Background: an optimization exercise with open tools, aiming at small area and a short achievable clock period. Do not read the settings as production practice. The RTL was checked by simulation tests, not by an equivalence proof against the original design.

Design churn_core, start of the top module:
module churn_core (
    input              clk,
    input              rst,           
    input              ce,            
    input              start,         
    input      [12:0]  prog_len,      
    input      [31:0]  budget,        
    input              xbank_sat,     
    input      [63:0]  win_dcn,       
    input      [31:0]  win_count,     
    input      [6:0]   position,      
    output             busy,
    output             done,
    output reg [31:0]  last_cycles,
    output             pm_rd,
    output     [11:0]  pm_addr,
    input      [31:0]  pm_data,
    output             x_rd,
    output     [10:0]  x_addr,
    input      [127:0] x_data,
    output             y_rd,
    output     [12:0]  y_addr,
    input      [95:0]  y_data,
    output             z_rd,
    output     [12:0]  z_raddr,
    input      [127:0] z_rdata,
    output     [3:0]   z_we,
    output     [12:0]  z_waddr,
    output     [127:0] z_wdata,
    output             rec_hdr,
    output     [10:0]  rec_words,
    output     [3:0]   rec_flags,
    output     [15:0]  rec_outno,
    output             rec_dat,
    output     [3:0]   rec_mask,
    output     [127:0] rec_data
);
Size in the first run: ~2100 flip-flops, about 930 I/O pins.
Settings: LEC_CHECK=0, CAP_MARGIN=20, CORE_MARGIN=2, CORE_UTILIZATION=35, SLEW_MARGIN=20; clock period 22.0 ns.
standard.sh (not shown) runs the stock make flow with config.mk's settings and CLKGATE_MAP_FILE= SYNTH_SCRIPT=/design/flow/synth_recipe.tcl, a recipe that flattens the netlist after the stock synthesis.
==> flow/flow/run.sh <==
#!/bin/bash
# Layout: the standard flow (standard synthesis unchanged) in two runs
# of standard.sh. Up to clock tree synthesis the timing repair is asked to
# leave setup slack of SETUP_SLACK_MARGIN ns at the design's own clock
# period and constraints; after it, routing runs as standard (margin 0), so
# its repair only fixes slew, capacitance and real violations. Cells may be
# resized to other footprints, and ports are buffered with buf_4. Each run's
# make output goes to a log of its own; each tool's log is under orfs/logs.
set -euo pipefail
COMMON=(MATCH_CELL_FOOTPRINT=0 'BUFFER_PORTS_ARGS=-buffer_cell sky130_fd_sc_hd__buf_4')
bash standard.sh "${COMMON[@]}" SETUP_SLACK_MARGIN=11.5 cts > standard_to_cts.log 2>&1
bash standard.sh "${COMMON[@]}" SETUP_SLACK_MARGIN=0 finish > standard_finish.log 2>&1
The baseline finished with capacitance limit left.
==> next run, changes <==
==> flow/flow/run.sh (replaced) <==
#!/bin/bash
# Layout: the standard flow (standard synthesis unchanged) in two runs
# of standard.sh, both with the timing repair asked to leave setup slack of
# SETUP_SLACK_MARGIN ns at the design's own clock period and constraints,
# free to resize cells to other footprints, and with buf_2 as the port
# buffer. The second run (global and detailed routing, finish) does not
# clone gates, so its repair adds no load that its slew and capacitance
# repair, which runs before it, has not seen. Each run's make output goes to
# a log of its own; each tool's own log is under orfs/logs.
set -euo pipefail
COMMON=(SETUP_SLACK_MARGIN=11.5 MATCH_CELL_FOOTPRINT=0 'BUFFER_PORTS_ARGS=-buffer_cell sky130_fd_sc_hd__buf_2')
bash standard.sh "${COMMON[@]}" cts > standard_to_cts.log 2>&1
bash standard.sh "${COMMON[@]}" SKIP_GATE_CLONING=1 finish > standard_finish.log 2>&1
ABC_AREA = 1   (was not set)
CAP_MARGIN = 30   (was 20)
CORE_UTILIZATION = 45   (was 35)
SLEW_MARGIN = 30   (was 20)
Result: The new run ran to the end with no violations. Non-clock buffer count shrinks by 412. Design area shrinks slightly. Routed wire length grows slightly. Die area shrinks by about a fifth. Global-route usage grows by 11 points. Utilization grows by 10 points. First-iteration DRC count grows by about a fifth.

churn_core again, from the RTL that the note above started with.
clock: 22.0 ns
lec_check: 0
cap_margin: 30
core_margin: 2
core_utilization: 45
slew_margin: 30
==> flow/flow/run.sh <==
#!/bin/bash
set -euo pipefail
bash standard.sh SETUP_SLACK_MARGIN=11.5 MATCH_CELL_FOOTPRINT=0 \
    'BUFFER_PORTS_ARGS=-buffer_cell sky130_fd_sc_hd__buf_2' finish > standard_flow.log 2>&1
The first run produced a layout that fails on max-capacitance violations, max-slew violations.
==> next run, changes <==
==> flow/flow/run.sh (replaced) <==
#!/bin/bash
# Layout: the standard flow (standard synthesis unchanged) in two runs
# of standard.sh, both with the timing repair asked to leave setup slack of
# SETUP_SLACK_MARGIN ns at the design's own clock period and constraints,
# free to resize cells to other footprints, and with buf_2 as the port
# buffer. The second run (global and detailed routing, finish) does not
# clone gates, so its repair adds no load that its slew and capacitance
# repair, which runs before it, has not seen. Each run's make output goes to
# a log of its own; each tool's own log is under orfs/logs.
set -euo pipefail
COMMON=(SETUP_SLACK_MARGIN=11.5 MATCH_CELL_FOOTPRINT=0 'BUFFER_PORTS_ARGS=-buffer_cell sky130_fd_sc_hd__buf_2')
bash standard.sh "${COMMON[@]}" cts > standard_to_cts.log 2>&1
bash standard.sh "${COMMON[@]}" SKIP_GATE_CLONING=1 finish > standard_finish.log 2>&1
The changed run ran to the end with no violations.
Utilization stays flat.
Area after synthesis is unchanged.
Sequential share of layout area hardly moves.
Global-route usage does not change.
Synthesized cell count does not change.
Cell area hardly moves.
Non-clock buffer count is unchanged.
Die area does not change.
==> next run, changes <==
==> flow/flow/run.sh (replaced) <==
#!/bin/bash
set -euo pipefail
bash standard.sh SETUP_SLACK_MARGIN=11.5 MATCH_CELL_FOOTPRINT=0 \
    'BUFFER_PORTS_ARGS=-buffer_cell sky130_fd_sc_hd__buf_2' finish > standard_flow.log 2>&1
Settings changed: CORE_UTILIZATION 45 to 35.
The changed run finished with timing, DRC and antenna clean.
Routed wire length is higher by 1.8%.
Clock skew decreases by 0.0050 ns.
Synthesized area stays the same.
Worst setup slack degrades by 0.12 ns.
==> next run, changes <==
==> flow/flow/run.sh (replaced) <==
#!/bin/bash
set -euo pipefail
bash standard.sh SETUP_SLACK_MARGIN=12 MATCH_CELL_FOOTPRINT=0 \
    'BUFFER_PORTS_ARGS=-buffer_cell sky130_fd_sc_hd__buf_4' finish > standard_flow.log 2>&1
Settings changed: CAP_MARGIN 30 to 20, SLEW_MARGIN 30 to 20.
Core utilization came out higher by 0.82 points.
Design area came out higher by about 2%.
First-iteration DRC count came out lower by about 3.4%.

## static timing again, ports no longer ideal
The results above use ideal ports. As a check the final layouts listed here were re-extracted and re-timed, cells and wires unchanged. Step 1 sets driving cells, clkbuf_16 on the clock port and buf_2 on the other inputs (assumed; they add their load-dependent delay and slew). Step 2 times the ports against the registers' clock, not the clock port: input delays grow and output delays shrink by t, the midpoint of the rising clock arrivals with the driver on. a / b / c = ideal ports / drivers / drivers and shift; a / b = the first two.
run	t, ns	slack for setup (ns)	worst data-port slew with drivers (ns)
the first run of note 1	1.110	10.278 / 10.156 / 10.004	0.24
the second run of note 1	1.140	11.270 / 11.150 / 10.203	0.32
the first run of note 2	1.147	10.496 / 10.352 / 10.431	0.31
the second run of note 2	1.144	10.522 / 10.371 / 10.324	0.32
the third run of note 2	1.087	10.407 / 10.281 / 10.419	0.23
the fourth run of note 2	1.121	10.479 / 10.338 / 10.939	0.24
The setup slack of the second run of note 1, which loses most, moves by -0.120 ns with the drivers and by -1.067 ns with both steps.
